From an optimization exercise on the open Yosys and OpenROAD flow, aimed at small area and a short achievable clock period; shortcuts taken in it are not production practice. At most, simulation tests tie the RTL to the original design; equivalence was not proved. Power is estimated from default activity; no workload was simulated.

## trial 85
==> flow/design.v <==
module cvt_lane (
    input  wire        clk,
    input  wire        rst,
    input  wire        in_valid,
    input  wire [31:0] in_src,       
    input  wire [7:0]  in_e,         
    input  wire [3:0]  in_fmt,       
    input  wire [1:0]  in_rm,        
    input  wire        in_sat,       
    input  wire [23:0] in_u,         
    output reg         out_valid,
    output reg  [31:0] out_res,      
    output reg         out_invalid,
    output reg         out_overflow
);
    function automatic [10:0] add11(input [10:0] a, input [10:0] b, input cin);
        reg [10:0] g, p, G, P;
        integer i;
        begin
            g = a & b;
            p = a ^ b;
            G = g;
            P = p;
            for (i = 10; i >= 1; i = i - 1) begin G[i] = G[i] | (P[i] & G[i-1]); P[i] = P[i] & P[i-1]; end
            for (i = 10; i >= 2; i = i - 1) begin G[i] = G[i] | (P[i] & G[i-2]); P[i] = P[i] & P[i-2]; end
            for (i = 10; i >= 4; i = i - 1) begin G[i] = G[i] | (P[i] & G[i-4]); P[i] = P[i] & P[i-4]; end
            for (i = 10; i >= 8; i = i - 1) begin G[i] = G[i] | (P[i] & G[i-8]); P[i] = P[i] & P[i-8]; end
            add11[0] = p[0] ^ cin;
            for (i = 1; i <= 10; i = i + 1)
                add11[i] = p[i] ^ (G[i-1] | (P[i-1] & cin));
        end
    endfunction
    reg va, vb, vc;
    always @(posedge clk) begin
        if (rst) begin
            va <= 1'b0; vb <= 1'b0; vc <= 1'b0; out_valid <= 1'b0;
        end else begin
            va <= in_valid; vb <= va; vc <= vb; out_valid <= vc;
        end
    end
    wire [7:0] E0 = in_src[30:23];
    reg        a_s, a_sat;
    reg [22:0] a_F;
    reg [7:0]  a_E, a_e;
    reg [3:0]  a_fmt;
    reg        a_sr;
    reg [23:0] a_u;
    always @(posedge clk) begin
        a_s   <= in_src[31];
        a_F   <= in_src[22:0];
        a_E   <= E0;
        a_e   <= in_e;
        a_fmt <= in_fmt;
        a_sr  <= (in_rm == 2'd1);
        a_sat <= in_sat;
        a_u   <= {in_u[23:1], (in_rm == 2'd1) ? in_u[0] : (in_rm == 2'd0)};
    end
    wire               Ez1 = ~|a_E;
    wire               Ex1 = &a_E;
    wire        [22:0] F1  = a_F;
    wire               Fz1 = ~|F1;
    wire signed [10:0] X1  = add11({3'b000, a_E}, ~{{3{a_e[7]}}, a_e}, 1'b1);   
    wire nan1  = Ex1 & ~Fz1;
    wire snan1 = nan1 & ~F1[22];
    wire inf1  = Ex1 & Fz1;
    wire zero1 = Ez1 & Fz1;
    wire i_int1 = a_fmt[3];
    wire i_e5_1 = ~a_fmt[3] & a_fmt[2];
    wire i_e4_1 = ~a_fmt[3] & ~a_fmt[2] & a_fmt[1] & a_fmt[0];
    wire i_h_1  = ~a_fmt[3] & ~a_fmt[2] & a_fmt[1] & ~a_fmt[0];
    wire i_bf_1 = ~a_fmt[3] & ~a_fmt[2] & ~a_fmt[1] & a_fmt[0];
    wire i_sp_1 = ~a_fmt[3] & ~a_fmt[2] & ~a_fmt[1] & ~a_fmt[0];
    wire [2:0] fc1 = {a_fmt[3] | a_fmt[2], a_fmt[3] | a_fmt[1], a_fmt[3] ? a_fmt[2] : a_fmt[0]};
    reg [4:0] clz1;
    integer k;
    always @(*) begin
        clz1 = 5'd23;
        for (k = 0; k < 23; k = k + 1)
            if (F1[k]) clz1 = 5'd22 - k[4:0];
    end
    wire [4:0] lzf1 = Ez1 ? clz1 : 5'd0;
    wire [23:0] M1 = {~Ez1, F1};
    reg [8:0] C1;
    reg [4:0] nn1;
    reg [8:0] Ymax1, Ymin1;
    always @(*) begin
        C1    = ({9{i_int1}} & 9'd150) | ({9{i_e5_1}} & 9'd134) | ({9{i_e4_1}} & 9'd141) |
                ({9{i_h_1}}  & 9'd126) | ({9{i_bf_1}} & 9'd17)  | ({9{i_sp_1}} & 9'd1);
        nn1   = ({5{i_e5_1}} & 5'd21)  | ({5{i_e4_1}} & 5'd20)  | ({5{i_h_1}}  & 5'd13) |
                ({5{i_bf_1}} & 5'd16);
        Ymax1 = ({9{i_e5_1 | i_h_1}} & 9'd142) | ({9{i_e4_1}} & 9'd135) |
                ({9{i_bf_1 | i_sp_1}} & 9'd254);
        Ymin1 = ({9{i_e5_1 | i_h_1}} & 9'd113) | ({9{i_e4_1}} & 9'd121) |
                ({9{i_bf_1 | i_sp_1}} & 9'd1);
    end
    wire signed [10:0] nsub32 = add11({2'd0, C1} + 11'd32, ~X1, ~Ez1);
    wire        [6:0]  nnrm32 = {2'd0, nn1} + 7'd32 - {2'd0, lzf1} - {6'd0, Ez1};
    wire signed [10:0] Y1     = add11(X1, ~{6'd0, lzf1}, 1'b1);           
    wire signed [10:0] Xm1    = add11(X1, ~{2'd0, Ymin1}, 1'b1);
    wire               normal1 = ~i_int1 & ~zero1 & ~Xm1[10] & ((|Xm1[9:5]) | (Xm1[4:0] >= lzf1));
    wire        [6:0]  shs1   = nsub32[10] ? 7'd0 : (|nsub32[9:7]) ? 7'd127 : nsub32[6:0];
    wire        [6:0]  sh1    = normal1 ? nnrm32 : shs1;
    wire               yeq1    = ~Ez1 & (X1 == $signed({2'd0, Ymax1}));
    wire               fbig1   = ~Ez1 & ((X1 > $signed({2'd0, Ymax1})) | (i_e4_1 & yeq1 & (&F1[22:20])));
    wire               ibig1   = (nsub32 <= 11'sd23);
    wire               spec1   = nan1 | inf1;
    reg [23:0] Mx1;
    reg [7:0]  efx1;
    always @(*) begin
        if (i_int1) begin
            Mx1  = 24'd0;
            efx1 = 8'd0;
        end else if (nan1 | (inf1 & i_e4_1)) begin
            Mx1  = i_e4_1 ? 24'hF0_0000 : 24'hC0_0000;
            efx1 = i_e4_1 ? 8'h0F : (i_h_1 | i_e5_1) ? 8'h1F : 8'hFF;
        end else if (inf1) begin
            Mx1  = 24'h80_0000;
            efx1 = (i_h_1 | i_e5_1) ? 8'h1F : 8'hFF;
        end else begin
            Mx1  = i_sp_1 ? 24'hFF_FFFF : i_bf_1 ? 24'hFF_0000 : i_h_1 ? 24'hFF_E000 : 24'hE0_0000;
            efx1 = i_e4_1 ? 8'h0F : (i_h_1 | i_e5_1) ? 8'h1E : 8'hFE;
        end
    end
    wire        force1 = spec1 | (~i_int1 & fbig1);
    wire [23:0] Mb1    = force1 ? Mx1 : M1;
    wire [7:0]  ef1    = force1 ? efx1 :
                         ~normal1 ? 8'd0 :
                         i_e4_1 ? {4'd0, ~Y1[3], Y1[2:0]} :
                         (i_h_1 | i_e5_1) ? {3'd0, ~Y1[4], Y1[3:0]} : Y1[7:0];
    wire        big1   = i_int1 ? (~nan1 & (ibig1 | inf1)) : (fbig1 & ~spec1);
    wire        inv1   = i_int1 ? spec1 : (snan1 | (inf1 & i_e4_1));
    wire        s1     = a_s & ~nan1;
    reg        b_s, b_big, b_yeq, b_sat, b_inv;
    reg [23:0] b_M, b_u;
    reg [6:0]  b_sh;
    reg [7:0]  b_ef;
    reg [2:0]  b_fmt;
    reg        b_sr;
    always @(posedge clk) begin
        b_s     <= s1;
        b_M     <= Mb1;
        b_sh    <= sh1;
        b_big   <= big1;
        b_yeq   <= yeq1 & ~spec1;
        b_ef    <= ef1;
        b_fmt   <= fc1;
        b_sr    <= a_sr;
        b_sat   <= a_sat;
        b_u     <= a_u;
        b_inv   <= inv1;
    end
    wire [79:0] win2  = {b_M, 56'd0} >> b_sh;
    wire [31:0] kept2 = win2[55:24];
    wire [23:0] frac2 = win2[23:0];
    wire ru2 = b_sr ? (frac2 > b_u) : (b_u[0] & frac2[23] & ((|frac2[22:0]) | kept2[0]));
    wire i_int2 = b_fmt[2] & b_fmt[1];
    wire i_i8_2 = b_fmt[2] & b_fmt[1] & ~b_fmt[0];
    wire i_e5_2 = b_fmt[2] & ~b_fmt[1];
    wire i_e4_2 = ~b_fmt[2] & b_fmt[1] & b_fmt[0];
    wire i_h_2  = ~b_fmt[2] & b_fmt[1] & ~b_fmt[0];
    wire i_bf_2 = ~b_fmt[2] & ~b_fmt[1] & b_fmt[0];
    reg [31:0] val2;
    always @(*) begin
        if (i_i8_2)      val2 = {24'd0, kept2[7:0] ^ {8{b_s}}};
        else if (i_int2) val2 = kept2 ^ {32{b_s}};
        else if (i_e5_2) val2 = {24'd0, b_s, b_ef[4:0], kept2[1:0]};
        else if (i_e4_2) val2 = {24'd0, b_s, b_ef[3:0], kept2[2:0]};
        else if (i_h_2)  val2 = {16'd0, b_s, b_ef[4:0], kept2[9:0]};
        else if (i_bf_2) val2 = {16'd0, b_s, b_ef[7:0], kept2[6:0]};
        else             val2 = {b_s, b_ef[7:0], kept2[22:0]};
    end
    wire m_top2 = i_e5_2 ? (&kept2[1:0]) :
                  i_e4_2 ? (kept2[2:0] == 3'b110) :
                  i_h_2  ? (&kept2[9:0]) :
                  i_bf_2 ? (&kept2[6:0]) : (&kept2[22:0]);
    wire late2  = b_yeq & m_top2;
    wire ov8a2  = b_big | (|kept2[31:8]) | (kept2[7] & (~b_s | (|kept2[6:0])));
    wire ov8b2  = b_s ? kept2[7] : (&kept2[6:0]);
    wire ov32a2 = b_big | (kept2[31] & (~b_s | (|kept2[30:0])));
    wire ova2   = i_int2 ? (b_sat & (i_i8_2 ? ov8a2 : ov32a2)) : b_big;
    wire ovb2   = i_int2 ? (b_sat & i_i8_2 & ov8b2) : late2;
    reg        c_s, c_ru, c_ova, c_ovb, c_inv;
    reg [31:0] c_val;
    reg [2:0]  c_fmt;
    always @(posedge clk) begin
        c_s    <= b_s;
        c_val  <= val2;
        c_ru   <= ru2;
        c_ova  <= ova2;
        c_ovb  <= ovb2;
        c_fmt  <= b_fmt;
        c_inv  <= b_inv;
    end
    wire i_int3 = c_fmt[2] & c_fmt[1];
    wire i_i8_3 = c_fmt[2] & c_fmt[1] & ~c_fmt[0];
    wire        inc_c = i_int3 ? (c_s ^ c_ru) : (c_ru & ~c_ovb);
    wire [31:0] inc3  = c_val + {31'd0, inc_c};
    wire        isat3 = c_ova | (c_ovb & c_ru);
    wire [31:0] bnd3  = i_i8_3 ? {24'd0, c_s, {7{~c_s}}} : {c_s, {31{~c_s}}};
    wire [31:0] res3  = (i_int3 & isat3) ? bnd3 : {inc3[31:9], inc3[8] & ~i_i8_3, inc3[7:0]};
    wire        ovf3  = i_int3 ? (isat3 & ~c_inv) : (c_ova | (c_ovb & c_ru));
    always @(posedge clk) begin
        out_res      <= res3;
        out_invalid  <= c_inv;
        out_overflow <= ovf3;
    end
endmodule
export LEC_CHECK = 0
export ABC_AREA = 1
export CAP_MARGIN = 20
export CORE_MARGIN = 2
export CORE_UTILIZATION = 40
export CTS_CLUSTER_DIAMETER = 100
export CTS_CLUSTER_SIZE = 30
export PLACE_DENSITY = 0.6
export SETUP_SLACK_MARGIN = 0.5
export SLEW_MARGIN = 60
create_clock -name core_clock -period 15.0 [get_ports {clk}]
standard.sh (not shown) runs the stock make flow with config.mk's settings and CLKGATE_MAP_FILE= SYNTH_SCRIPT=/design/flow/synth_recipe.tcl, a recipe that flattens the netlist after the stock synthesis.
==> flow/flow/run.sh <==
#!/bin/bash
# Own flow: the standard layout, with one change to synthesis: the
# combinational logic is mapped by flow/abc_area.script (a delay-targeted
# map with area recovery, then ABC's buffering and sizing) and Yosys's
# full/half-adder extraction is skipped.  Registers, their names and their
# cells are exactly as in the standard synthesis.  Every port gets a buf_2
# buffer (the standard flow picks clkdlybuf4s50_1).
set -euo pipefail
W=$PWD
rm -rf "$W/scripts_own"
cp -r "$FLOW_HOME/scripts" "$W/scripts_own"
sed -i -e 's/^  extract_fa .*$/  # extract_fa skipped/' \
       -e 's/^  techmap -map \$::env(ADDER_MAP_FILE)$/  # adder map skipped/' \
       "$W/scripts_own/synth.tcl"
grep -q "extract_fa skipped" "$W/scripts_own/synth.tcl"
cp "$W/flow/abc_area.script" "$W/scripts_own/abc_area.script"
bash "$W/standard.sh" SCRIPTS_DIR="$W/scripts_own" BUFFER_PORTS_ARGS="-buffer_cell sky130_fd_sc_hd__buf_2" finish > "$W/standard.log" 2>&1
==> flow/flow/abc_area.script <==
strash
dch
map -D 2800
topo
stime -c
buffer -c
upsize -c
dnsize -c
Trial 85 was carried through to the last stage, and its layout satisfied the timing, design-rule and antenna checks.
> inputs changed (trial 85 -> trial 18)
--- a/flow/design.v
+++ b/flow/design.v
@@ -39,41 +39,49 @@
         end
     end
     wire [7:0] E0 = in_src[30:23];
     reg        a_s, a_sat;
     reg [22:0] a_F;
     reg [7:0]  a_E, a_e;
-    reg [3:0]  a_fmt;
+    reg        a_int, a_i8, a_e5, a_e4, a_h, a_bf, a_sp, a_Ez, a_Ex;
     reg        a_sr;
     reg [23:0] a_u;
     always @(posedge clk) begin
         a_s   <= in_src[31];
         a_F   <= in_src[22:0];
         a_E   <= E0;
         a_e   <= in_e;
-        a_fmt <= in_fmt;
+        a_int <= in_fmt[3];
+        a_i8  <= in_fmt[3] & ~in_fmt[2];
+        a_e5  <= ~in_fmt[3] & in_fmt[2];
+        a_e4  <= ~in_fmt[3] & ~in_fmt[2] & in_fmt[1] & in_fmt[0];
+        a_h   <= ~in_fmt[3] & ~in_fmt[2] & in_fmt[1] & ~in_fmt[0];
+        a_bf  <= ~in_fmt[3] & ~in_fmt[2] & ~in_fmt[1] & in_fmt[0];
+        a_sp  <= ~in_fmt[3] & ~in_fmt[2] & ~in_fmt[1] & ~in_fmt[0];
+        a_Ez  <= ~|E0;
+        a_Ex  <= &E0;
         a_sr  <= (in_rm == 2'd1);
         a_sat <= in_sat;
         a_u   <= {in_u[23:1], (in_rm == 2'd1) ? in_u[0] : (in_rm == 2'd0)};
     end
-    wire               Ez1 = ~|a_E;
-    wire               Ex1 = &a_E;
+    wire               Ez1 = a_Ez;
+    wire               Ex1 = a_Ex;
     wire        [22:0] F1  = a_F;
     wire               Fz1 = ~|F1;
     wire signed [10:0] X1  = add11({3'b000, a_E}, ~{{3{a_e[7]}}, a_e}, 1'b1);   
     wire nan1  = Ex1 & ~Fz1;
     wire snan1 = nan1 & ~F1[22];
     wire inf1  = Ex1 & Fz1;
     wire zero1 = Ez1 & Fz1;
-    wire i_int1 = a_fmt[3];
-    wire i_e5_1 = ~a_fmt[3] & a_fmt[2];
-    wire i_e4_1 = ~a_fmt[3] & ~a_fmt[2] & a_fmt[1] & a_fmt[0];
-    wire i_h_1  = ~a_fmt[3] & ~a_fmt[2] & a_fmt[1] & ~a_fmt[0];
-    wire i_bf_1 = ~a_fmt[3] & ~a_fmt[2] & ~a_fmt[1] & a_fmt[0];
-    wire i_sp_1 = ~a_fmt[3] & ~a_fmt[2] & ~a_fmt[1] & ~a_fmt[0];
-    wire [2:0] fc1 = {a_fmt[3] | a_fmt[2], a_fmt[3] | a_fmt[1], a_fmt[3] ? a_fmt[2] : a_fmt[0]};
+    wire i_int1 = a_int;
+    wire i_e5_1 = a_e5;
+    wire i_e4_1 = a_e4;
+    wire i_h_1  = a_h;
+    wire i_bf_1 = a_bf;
+    wire i_sp_1 = a_sp;
+    wire [2:0] fc1 = {a_int | a_e5, a_int | a_h | a_e4, a_bf | a_e4 | (a_int & ~a_i8)};
     reg [4:0] clz1;
     integer k;
     always @(*) begin
         clz1 = 5'd23;
         for (k = 0; k < 23; k = k + 1)
             if (F1[k]) clz1 = 5'd22 - k[4:0];
Notes after the runs:
The flow did not stop early for trial 18: all stages ran, and the layout cleared the timing, design-rule and antenna checks. Sort trial 85 and trial 18 by first-pass detailed-route iteration total desc -> top: trial 18. Trial 18 vs trial 85, combinational power share went down by 0.3 points. Final estimated routing congestion in global placement of trial 85 is on par with trial 18. The simple logic cell fraction of the synthesized area of trial 18 exceeds that of trial 85 by 1.3 points. Count of plain and timing-repair buffers in the layout, trial 85 and trial 18: smaller value in trial 18. Looking at worst hold slack, trial 18 sits 0.0054 ns higher than trial 85 does. Trial 18: normalized max-slew margin 1.6 points above trial 85. Trial 18 has more setup slack than trial 85. From trial 85 to trial 18 the numbers moved as follows: switching power summed over all nets climbed about 1.2%, design area climbed 2.9%, synthesized area per cell down 1.8%. Sink count of the clock tree: trial 18 higher than trial 85. Total power, trial 85 and trial 18: smaller value in trial 85.
No functional check of the RTL was part of trial 18.

static timing again, ports no longer ideal:
How much do the figures lean on ideal ports? The routed layouts below were timed once more, with nothing changed but the port constraints.
Step 1: set_driving_cell puts a clkbuf_16 on clk and a buf_2 on each other input, an assumption about the parent block.
Step 2 adds t to the input delays and takes it off the output delays; t is the mean of the earliest and latest rising clock arrival at the registers after step 1. Input paths then give back, and output paths get back, about the clock's delay inside the block.
Slacks: no drivers / after step 1 / after step 2; pairs: no drivers / after step 1.
run	t, ns	slack for setup (ns)	clock arrival spread, ns	worst register clock-pin slew, ns
trial 85	0.532	10.811 / 10.811 / 10.811	0.032 / 0.031	0.11 / 0.11
trial 18	0.523	10.971 / 10.971 / 10.971	0.024 / 0.024	0.11 / 0.11
After both steps setup and hold are still met in every run listed.
